What follows belongs to an exercise in optimizing a design on an open flow for small area, a short achievable clock period and few clock cycles per item; a production flow would make more cautious choices.
In this exercise RTL edits were held to simulation tests only and were not proved equivalent to the original.

// xt1_mod_codec
module xt1_mod_codec (
  input  wire        clk,
  input  wire        rst,         
  input  wire        in_valid,
  output wire        in_ready,
  input  wire        in_mode,     
  input  wire [32:0] in_data,
  output reg         out_valid,
  output reg  [32:0] out_data,    
  output reg         out_erase    
);
  assign in_ready = 1'b1;
  reg        s0_v;
  reg        s0_mode;
  reg [32:0] s0_data;
  always @(posedge clk) begin
    s0_v    <= in_valid & ~rst;
    s0_mode <= in_mode;
    s0_data <= in_data;
  end
  wire n1 = ~s0_data[32];
  wire n2 = ~s0_data[31];
  wire n3 = ~s0_data[30];
  wire n4 = ~s0_data[29];
  wire n5 = ~s0_data[28];
  wire n6 = ~s0_data[27];
  wire n7 = ~s0_data[26];
  wire n8 = ~s0_data[25];
  wire n9 = ~s0_data[24];
  wire n10 = ~s0_data[23];
  wire n11 = ~s0_data[22];
  wire n12 = ~s0_data[21];
  wire n13 = ~s0_data[20];
  wire n14 = ~s0_data[19];
  wire n15 = ~s0_data[18];
  wire n16 = ~s0_data[17];
  wire n17 = ~s0_data[16];
  wire n18 = ~s0_data[15];
  wire n19 = ~s0_data[14];
  wire n20 = ~s0_data[13];
  wire n21 = ~s0_data[12];
  wire n22 = ~s0_data[11];
  wire n23 = ~s0_data[10];
  wire n24 = ~s0_data[9];
  wire n25 = ~s0_data[8];
  wire n26 = ~s0_data[7];
  wire fs27 = s0_data[0] ^ s0_data[30] ^ s0_data[22];
  wire fc28 = (s0_data[0] & s0_data[30]) | (s0_data[0] & s0_data[22]) | (s0_data[30] & s0_data[22]);
  wire fs29 = n18 ^ n26 ^ 1'b1;
  wire fc30 = (n18 & n26) | (n18 & 1'b1) | (n26 & 1'b1);
  wire fs31 = n2 ^ n25 ^ s0_data[1];
  wire fc32 = (n2 & n25) | (n2 & s0_data[1]) | (n25 & s0_data[1]);
  wire fs33 = n9 ^ s0_data[23] ^ s0_data[17];
  wire fc34 = (n9 & s0_data[23]) | (n9 & s0_data[17]) | (s0_data[23] & s0_data[17]);
  wire fs35 = n17 ^ n24 ^ s0_data[2];
  wire fc36 = (n17 & n24) | (n17 & s0_data[2]) | (n24 & s0_data[2]);
  wire fs37 = n1 ^ s0_data[31] ^ n23;
  wire fc38 = (n1 & s0_data[31]) | (n1 & n23) | (s0_data[31] & n23);
  wire fs39 = s0_data[26] ^ s0_data[24] ^ n14;
  wire fc40 = (s0_data[26] & s0_data[24]) | (s0_data[26] & n14) | (s0_data[24] & n14);
  wire fs41 = n16 ^ n22 ^ s0_data[4];
  wire fc42 = (n16 & n22) | (n16 & s0_data[4]) | (n22 & s0_data[4]);
  wire fs43 = s0_data[32] ^ s0_data[25] ^ n15;
  ...
Size: roughly 1,700 cells after synthesis, roughly 73 I/O pins, ~0.018 mm2 of cells after synthesis.
Settings: LEC_CHECK=0, ABC_AREA=1, CAP_MARGIN=20, CORE_MARGIN=2, CORE_UTILIZATION=40, SLEW_MARGIN=20; clock period 160.0 ns.
standard.sh (not shown) runs the stock make flow with config.mk's settings and CLKGATE_MAP_FILE= SYNTH_SCRIPT=/design/flow/synth_recipe.tcl, a recipe that flattens the netlist after the stock synthesis.
==> flow/flow/run.sh <==
#!/bin/bash
# Layout flow: the standard flow, with two changes.
#  1. After the standard synthesis, fafix.py flips full-adder cells (a full
#     adder computes the complements of its outputs from the complements of
#     its inputs) so that fewer inverters sit between them. Registers, their
#     names and cell types, and every other cell stay as synthesis made them.
#  2. The port buffers are sky130_fd_sc_hd__buf_2 instead of the default
#     delay buffer.
# Each tool's output goes to a log file of its own in this folder.
set -euo pipefail
R=orfs/results/${FLOW_PLATFORM}/xt1_mod_codec/base

bash standard.sh synth > 1_synth.log 2>&1

python3 flow/fafix.py $R/1_2_yosys.v $R/1_2_yosys_fafix.v > 1_fafix.log 2>&1
cp $R/1_2_yosys.v 1_2_yosys_standard.v
cp $R/1_2_yosys_fafix.v $R/1_2_yosys.v
rm -f $R/1_synth.odb $R/1_synth.sdc

export BUFFER_PORTS_ARGS="-buffer_cell sky130_fd_sc_hd__buf_2"
bash standard.sh finish > 2_layout.log 2>&1
==> flow/flow/fafix.py <==
#!/usr/bin/env python3
"""Remove inverters around full-adder cells in a Yosys netlist.

A full adder is self-dual: complementing its three inputs complements both
outputs. Each fa cell may therefore be "flipped" (fed the complements of its
inputs, giving the complements of its outputs) without changing what the
circuit computes. This picks flips that minimise the number of inverters the
netlist needs, then rebuilds the inverters. Nothing else changes: the other
cells, the registers, their names and the ports stay as they are.

usage: fafix.py in.v out.v
"""
import re, sys

INV = ("sky130_fd_sc_hd__inv_1", "sky130_fd_sc_hd__inv_2", "sky130_fd_sc_hd__clkinv_1")
FA = ("sky130_fd_sc_hd__fa_1",)
OUTPINS = {"X", "Y", "Q", "Q_N", "SUM", "COUT", "HI", "LO", "GCLK"}

src = open(sys.argv[1]).read()
m = re.search(r"^module\s+(\S+)\s*\((.*?)\);", src, re.S | re.M)
body_start = m.end()
endm = src.rindex("endmodule")
body = src[body_start:endm]

inst_re = re.compile(r"^\s*(sky130_fd_sc_hd__\w+)\s+(\S+)\s*\((.*?)\);\s*$", re.S | re.M)
pin_re = re.compile(r"\.(\w+)\(\s*(.*?)\s*\)\s*(?:,|$)", re.S)
insts = []
for im in inst_re.finditer(body):
    t, n, pins = im.group(1), im.group(2), im.group(3)
    pm = [(p, net.strip()) for p, net in pin_re.findall(pins)]
    insts.append([t, n, pm])
decls = inst_re.sub("", body)
if re.search(r"\bassign\b", decls):
    sys.exit("netlist has assign statements; not handled")

# port directions
ports_out = set()
for dm in re.finditer(r"^\s*output\s+(?:\[[^\]]*\]\s*)?(\S+?)\s*;", decls, re.M):
    ports_out.add(dm.group(1))

def is_const(net):
    return net.startswith("1'") or net.startswith("32'")

# drivers
drv = {}
for idx, (t, n, pm) in enumerate(insts):
    for p, net in pm:
        if p in OUTPINS:
            drv[net] = (idx, p)

# root of each net through inverter chains
inv_idx = {idx for idx, (t, n, pm) in enumerate(insts) if t in INV}
def root(net):
    par = 0
    seen = 0
    while net in drv and drv[net][0] in inv_idx and seen < 100:
        t, n, pm = insts[drv[net][0]]
        net = dict(pm)["A"]; par ^= 1; seen += 1
    return net, par

fa_idx = [idx for idx, (t, n, pm) in enumerate(insts) if t in FA]
fa_set = set(fa_idx)

# consumers: list of (root, parity, flippable-fa-index or None)
# bus ports like out_data[3] appear as "\out_data[3] " or out_data[3]
def port_base(net):
    b = net.lstrip("\\").strip()
    return b.split("[")[0]

cons = {}   # root -> list of (parity, fa or None)
for idx, (t, n, pm) in enumerate(insts):
    if idx in inv_idx:
        continue
    for p, net in pm:
        if p in OUTPINS or net == "" or is_const(net):
            continue
        r, par = root(net)
        cons.setdefault(r, []).append((par, idx if idx in fa_set else None))
# output ports need the true value of their own net
for net in list(drv.keys()) + list(cons.keys()):
    pass
outnets = set()
for (t, n, pm) in insts:
    for p, net in pm:
        if port_base(net) in ports_out:
            outnets.add(net)
for net in outnets:
    r, par = root(net)
    cons.setdefault(r, []).append((par, None))

# produced parity of each root: flip of its fa driver (0 otherwise)
root_fa = {}
for idx in fa_idx:
    t, n, pm = insts[idx]
    for p, net in pm:
        if p in ("SUM", "COUT"):
            root_fa[net] = idx

flip = {idx: 0 for idx in fa_idx}
# roots touched by each fa (inputs and outputs)
fa_roots = {}
for idx in fa_idx:
    t, n, pm = insts[idx]
    rs = set()
    for p, net in pm:
        if p in ("SUM", "COUT"):
            rs.add(net)
        elif not is_const(net):
            rs.add(root(net)[0])
    fa_roots[idx] = rs

def root_cost(r):
    prod = flip[root_fa[r]] if r in root_fa else 0
    for par, f in cons.get(r, []):
        need = par ^ (flip[f] if f is not None else 0)
        if need != prod:
            return 1
    return 0

def total():
    return sum(root_cost(r) for r in cons)

before = total()
changed = True
it = 0
while changed and it < 50:
    changed = False; it += 1
    for idx in fa_idx:
        rs = fa_roots[idx]
        c0 = sum(root_cost(r) for r in rs)
        flip[idx] ^= 1
        c1 = sum(root_cost(r) for r in rs)
        if c1 < c0:
            changed = True
        else:
            flip[idx] ^= 1
import random
random.seed(1)
best = dict(flip); bestc = total(); cur = bestc
T = 2.0
for step in range(200000):
    idx = random.choice(fa_idx)
    rs = fa_roots[idx]
    c0 = sum(root_cost(r) for r in rs)
    flip[idx] ^= 1
    c1 = sum(root_cost(r) for r in rs)
    d = c1 - c0
    if d <= 0 or random.random() < __import__('math').exp(-d / T):
        cur += d
        if cur < bestc:
            bestc = cur; best = dict(flip)
    else:
        flip[idx] ^= 1
    T = max(0.02, T * 0.99997)
flip = best
after = total()

# rebuild
newinst = []
cnt = [0]
def fresh(base):
    cnt[0] += 1
    return "_fafix%d_" % cnt[0]
# physical net names for root r in each polarity
phys = {}
newwires = []
need_inv = []
for r in set(list(cons.keys()) + list(root_fa.keys())):
    prod = flip[root_fa[r]] if r in root_fa else 0
    if prod == 0:
        phys[(r, 0)] = r
    else:
        w = fresh(r); newwires.append(w)
        phys[(r, 1)] = w
    needs = set()
    for par, f in cons.get(r, []):
        needs.add(par ^ (flip[f] if f is not None else 0))
    other = 1 - prod
    if other in needs:
        if other == 0:
            phys[(r, 0)] = r
            need_inv.append((phys[(r, 1)], r))
        else:
            w = fresh(r); newwires.append(w)
            phys[(r, 1)] = w
            need_inv.append((r, w))

def net_for(net, extra):
    if is_const(net):
        return net
    r, par = root(net)
    return phys[(r, par ^ extra)]

for idx, (t, n, pm) in enumerate(insts):
    if idx in inv_idx:
        continue
    f = flip.get(idx, 0)
    npm = []
    for p, net in pm:
        if p in OUTPINS:
            if idx in fa_set and f:
                npm.append((p, phys[(net, 1)]))
            else:
                npm.append((p, net))
        elif net == "":
            npm.append((p, net))
        else:
            npm.append((p, net_for(net, f)))
    newinst.append((t, n, npm))
for i, (a, y) in enumerate(need_inv):
    newinst.append(("sky130_fd_sc_hd__inv_1", "_fafixinv%d_" % i, [("A", a), ("Y", y)]))

# nets that are no longer driven/used (old inverter outputs) stay declared; harmless
out = [src[:body_start]]
out.append(decls.rstrip() + "\n")
for w in newwires:
    out.append("  wire %s;\n" % w)
for t, n, pm in newinst:
    out.append("  %s %s (\n%s\n  );\n" % (t, n, ",\n".join("    .%s(%s)" % (p, net + " " if net.startswith("\\") else net) for p, net in pm)))
out.append(src[endm:])
open(sys.argv[2], "w").write("".join(out))
sys.stderr.write("fafix: inverters %d -> %d (fa cells %d, flipped %d)\n" % (len(inv_idx), len(need_inv), len(fa_idx), sum(flip.values())))
The starting point completed without violations.
Testbench counts at the start, summed over its fixed seeds: cycles 32,040, items 32,000.
Change:
- ABC_AREA: 1 -> unset
=> The changed run completed without violations; setup slack gets better by 0.22 ns; via count falls by 1.8%; register-to-register slack gets better by 0.80 ns; first-iteration DRC count rises by 14%.
Change:
--- a/flow/flow/run.sh
+++ b/flow/flow/run.sh
@@ -4,5 +4,6 @@
 #     adder computes the complements of its outputs from the complements of
 #     its inputs) so that fewer inverters sit between them. Registers, their
-#     names and cell types, and every other cell stay as synthesis made them.
+#     names and cell types, the ports and every other cell stay as synthesis
+#     made them.
 #  2. The port buffers are sky130_fd_sc_hd__buf_2 instead of the default
 #     delay buffer.
--- a/flow/flow/fafix.py
+++ b/flow/flow/fafix.py
@@ -31,4 +31,5 @@
     insts.append([t, n, pm])
 decls = inst_re.sub("", body)
+decls = re.sub(r"\(\*.*?\*\)", "", decls, flags=re.S)
 if re.search(r"\bassign\b", decls):
     sys.exit("netlist has assign statements; not handled")
- CTS_CLUSTER_DIAMETER: unset -> 80
- CTS_CLUSTER_SIZE: unset -> 30
Outcome:
- The new run produced a clean layout
- routed wire length rises by 0.56%
- non-clock buffer count falls by 1
- cell area falls by 1.5%

-- separate check: timing with driven ports --
The results above use ideal ports. As a check the final layouts listed here were re-extracted and re-timed, cells and wires unchanged.
Step 1 assumes that a clkbuf_16 drives the clock port and a buf_2 every other input.
Step 2 also shifts input and output timing later by t, the mid clock arrival at the registers, as if the neighbouring blocks saw the same clock.
Slacks: ideal ports / drivers / drivers and shift; pairs: ideal ports / drivers.
| run | t, ns | setup slack, ns | worst register clock-pin slew, ns |
|---|---|---|---|
| the first run | 0.609 | 126.799 / 126.799 / 126.799 | 0.06 / 0.06 |
| the second run | 0.595 | 127.017 / 126.963 / 127.558 | 0.07 / 0.07 |
| the third run | 0.581 | 126.985 / 126.929 / 127.128 | 0.09 / 0.09 |
After both steps setup and hold are still met in every run listed.
